What follows belongs to an exercise in optimizing a design on an open flow for small area and a short achievable clock period; a production flow would make more cautious choices. Function was checked by simulation only, so behaviour that the tests miss may differ from the original.

## mxe_fp8_group
module mxe_fp8_group (
    input  wire        clk,
    input  wire        rst,           
    input  wire        in_valid,
    input  wire [31:0] in_acc,        
    input  wire [15:0] in_a,          
    input  wire [15:0] in_b,          
    input  wire        in_fmt_a,      
    input  wire        in_fmt_b,
    input  wire [7:0]  in_scale_a,    
    input  wire [7:0]  in_scale_b,
    output reg         out_valid,
    output reg  [31:0] out_acc
);
Size: roughly 120 I/O pins, ~30000 um2 of cells after synthesis.
==> flow/config.mk <==
export PLATFORM = sky130hd
export DESIGN_NAME = mxe_fp8_group
export DESIGN_NICKNAME = mxe_fp8_group
export VERILOG_FILES = /design/flow/design.v
export SDC_FILE = /design/flow/constraint.sdc
export NUM_CORES = 4
export LEC_CHECK = 0
export ABC_AREA = 1
export CAP_MARGIN = 20
export CORE_MARGIN = 2
export CORE_UTILIZATION = 40
export CTS_CLUSTER_DIAMETER = 100
export CTS_CLUSTER_SIZE = 24
export SLEW_MARGIN = 20
==> flow/constraint.sdc <==
create_clock -name core_clock -period 28.0 [get_ports {clk}]
set_input_delay 5.6000 -clock core_clock [delete_from_list [all_inputs] [get_ports {clk}]]
set_output_delay 5.6000 -clock core_clock [all_outputs]
set_load 0.01 [all_outputs]
standard.sh (not shown) runs the stock make flow with config.mk's settings and CLKGATE_MAP_FILE= SYNTH_SCRIPT=/design/flow/synth_recipe.tcl, a recipe that flattens the netlist after the stock synthesis.
==> flow/flow/run.sh <==
#!/bin/bash
# Layout: the standard flow, with the input and output ports buffered
# by sky130_fd_sc_hd__buf_4 cells instead of the cell buffer_ports picks,
# and timing repair aimed at a 6.9 ns period (the clock stays at 28 ns).
set -e
export BUFFER_PORTS_ARGS="-buffer_cell sky130_fd_sc_hd__buf_4"
export SETUP_SLACK_MARGIN=21.1
bash standard.sh > standard.log 2>&1
The starting point finished with timing, DRC and antenna clean.
Change:
--- a/flow/design.v
+++ b/flow/design.v
@@ -48,21 +48,16 @@
         fb0_inf <= ib0_inf;
         fb1_inf <= ib1_inf;
         ssum   <= {1'b0, in_scale_a} + {1'b0, in_scale_b};
         snan   <= (&in_scale_a) | (&in_scale_b);
     end
     wire [7:0] pn0 = xa0 * xb0;
     wire [7:0] pn1 = xa1 * xb1;
-    wire       c0 = pcarry(xa0[2:0], xb0[2:0]);
-    wire       c1 = pcarry(xa1[2:0], xb1[2:0]);
-    function pcarry(input [2:0] a, input [2:0] b);
-        pcarry = (a == 3'd7 && b >= 3'd1) || (a >= 3'd5 && b >= 3'd2) ||
-                 (a == 3'd4 && b >= 3'd3) || (a == 3'd3 && b >= 3'd4) ||
-                 (a == 3'd2 && b >= 3'd5) || (a == 3'd1 && b == 3'd7);
-    endfunction
+    wire       c0 = pn0[7];     
+    wire       c1 = pn1[7];
     wire [6:0] te0  = {1'b0, ta0} + {1'b0, tb0};
     wire [6:0] te1  = {1'b0, ta1} + {1'b0, tb1};
     wire [6:0] tau0 = te0 + {6'd0, c0};
     wire [6:0] tau1 = te1 + {6'd0, c1};
     wire p0_z = ~xa0[3] | ~xb0[3];
     wire p1_z = ~xa1[3] | ~xb1[3];
     wire p0_nan = q0_nan | snan | (fa0_inf & ~xb0[3]) | (fb0_inf & ~xa0[3]);
@@ -85,31 +80,27 @@
     wire signed [10:0] k_c = $signed({3'd0, c_e1} + 11'd140) - $signed({2'd0, ssum});
     wire signed [10:0] t_c = $signed({2'd0, atc} + 11'd140) - $signed({2'd0, ssum});
     wire       tneg = t_c[10];
     wire       tbig = ~t_c[10] & (t_c[9:7] != 3'd0);
     wire [6:0] tcs  = t_c[6:0];
     wire       kfar = k_c[10] & (k_c[9:7] != 3'b111);       
     wire [7:0] kcs  = k_c[7:0];
-    wire signed [7:0] d01 = $signed({1'b0, te0}) - $signed({1'b0, te1});    
-    wire signed [7:0] dc0 = $signed({1'b0, tcs}) - $signed({1'b0, te0});    
-    wire signed [7:0] dc1 = $signed({1'b0, tcs}) - $signed({1'b0, te1});
-    wire d01_z = (d01 == 8'sd0), d01_m = (d01 == -8'sd1), d01_p = ~d01[7] & ~d01_z;
-    wire dc0_z = (dc0 == 8'sd0), dc0_p = ~dc0[7] & ~dc0_z;
-    wire dc1_z = (dc1 == 8'sd0), dc1_p = ~dc1[7] & ~dc1_z;
-    wire g01 = d01_p | (d01_z & (c0 | ~c1)) | (d01_m & c0 & ~c1);    
-    wire gc0 = tbig | (~tneg & (dc0_p | (dc0_z & ~c0)));             
-    wire gc1 = tbig | (~tneg & (dc1_p | (dc1_z & ~c1)));
+    wire g01 = (tau0 >= tau1);
+    wire gc0 = tbig | (~tneg & (tcs >= tau0));
+    wire gc1 = tbig | (~tneg & (tcs >= tau1));
     wire wc  = ~c_z & (gc0 | p0_z) & (gc1 | p1_z);
     wire w0  = ~wc & ~p0_z & (g01 | p1_z);
-    wire signed [8:0] r0_c = $signed({dc0[7], dc0}) + 9'sd6;
-    wire signed [8:0] r1_c = $signed({dc1[7], dc1}) + 9'sd6;
-    wire signed [8:0] r0_b = 9'sd6 - $signed({d01[7], d01}) + $signed({8'd0, c1});
-    wire signed [8:0] r1_a = 9'sd6 + $signed({d01[7], d01}) + $signed({8'd0, c0});
-    wire signed [9:0] rc_a = $signed({3'd0, te0}) - $signed({{2{kcs[7]}}, kcs}) + $signed({9'd0, c0});
-    wire signed [9:0] rc_b = $signed({3'd0, te1}) - $signed({{2{kcs[7]}}, kcs}) + $signed({9'd0, c1});
+    wire signed [8:0] te0m = $signed({2'd0, te0}) - 9'sd6;    
+    wire signed [8:0] te1m = $signed({2'd0, te1}) - 9'sd6;
+    wire signed [8:0] r0_c = $signed({2'd0, tcs}) - te0m;
+    wire signed [8:0] r1_c = $signed({2'd0, tcs}) - te1m;
+    wire signed [8:0] r0_b = $signed({2'd0, tau1}) - te0m;
+    wire signed [8:0] r1_a = $signed({2'd0, tau0}) - te1m;
+    wire signed [9:0] rc_a = $signed({3'd0, tau0}) - $signed({{2{kcs[7]}}, kcs});
+    wire signed [9:0] rc_b = $signed({3'd0, tau1}) - $signed({{2{kcs[7]}}, kcs});
     wire [5:0] r0 = wc ? (tbig ? 6'd63 : sat6(r0_c)) : w0 ? {3'd0, 3'd6 + {2'd0, c0}} : sat6(r0_b);
     wire [5:0] r1 = wc ? (tbig ? 6'd63 : sat6(r1_c)) : w0 ? sat6(r1_a) : {3'd0, 3'd6 + {2'd0, c1}};
     wire [6:0] rc = wc ? {2'd0, tcl} : kfar ? 7'd127 : w0 ? sat7(rc_a) : sat7(rc_b);
     function [5:0] sat6(input signed [8:0] v);
         sat6 = (v[8:6] != 3'd0) ? 6'd63 : v[5:0];
     endfunction
     function [6:0] sat7(input signed [9:0] v);
Outcome: Final area came out lower by 0.78%; routed wire length drops by 0.63%; sequential share of layout area went up by 0.18 points; register-to-register slack loses 120 ps; synthesized cell count came out lower by 0.51%; utilization rose by 0.24 points; cell count decreases by 0.65%; worst hold slack gets worse by 3.4 ps; via count drops by 1.2%; worst setup slack improved by 8.1 ps; die area decreases by 0.90%.

==> separate check: timing with driven ports <==
In the flow no input, the clock included, has a driving cell. The finished layouts below were timed again as built, in two steps.
Step 1 assumes that a clkbuf_16 drives the clock port and a buf_2 every other input.
Step 2 times the ports against the registers' clock, not the clock port: input delays grow and output delays shrink by t, the midpoint of the rising clock arrivals with the driver on.
a / b / c = ideal / step 1 / step 2; a / b = the first two.
run | shift t [ns] | slack for setup (ns) | cell pins on the clock port's net
the first run | 0.643 | 21.367 / 21.300 / 20.848 | 1
the second run | 0.628 | 21.375 / 21.311 / 20.912 | 1
After both steps every run listed still meets setup and hold. The setup slack of the first run, which loses most, moves by -0.067 ns with the drivers and by -0.519 ns with both steps.
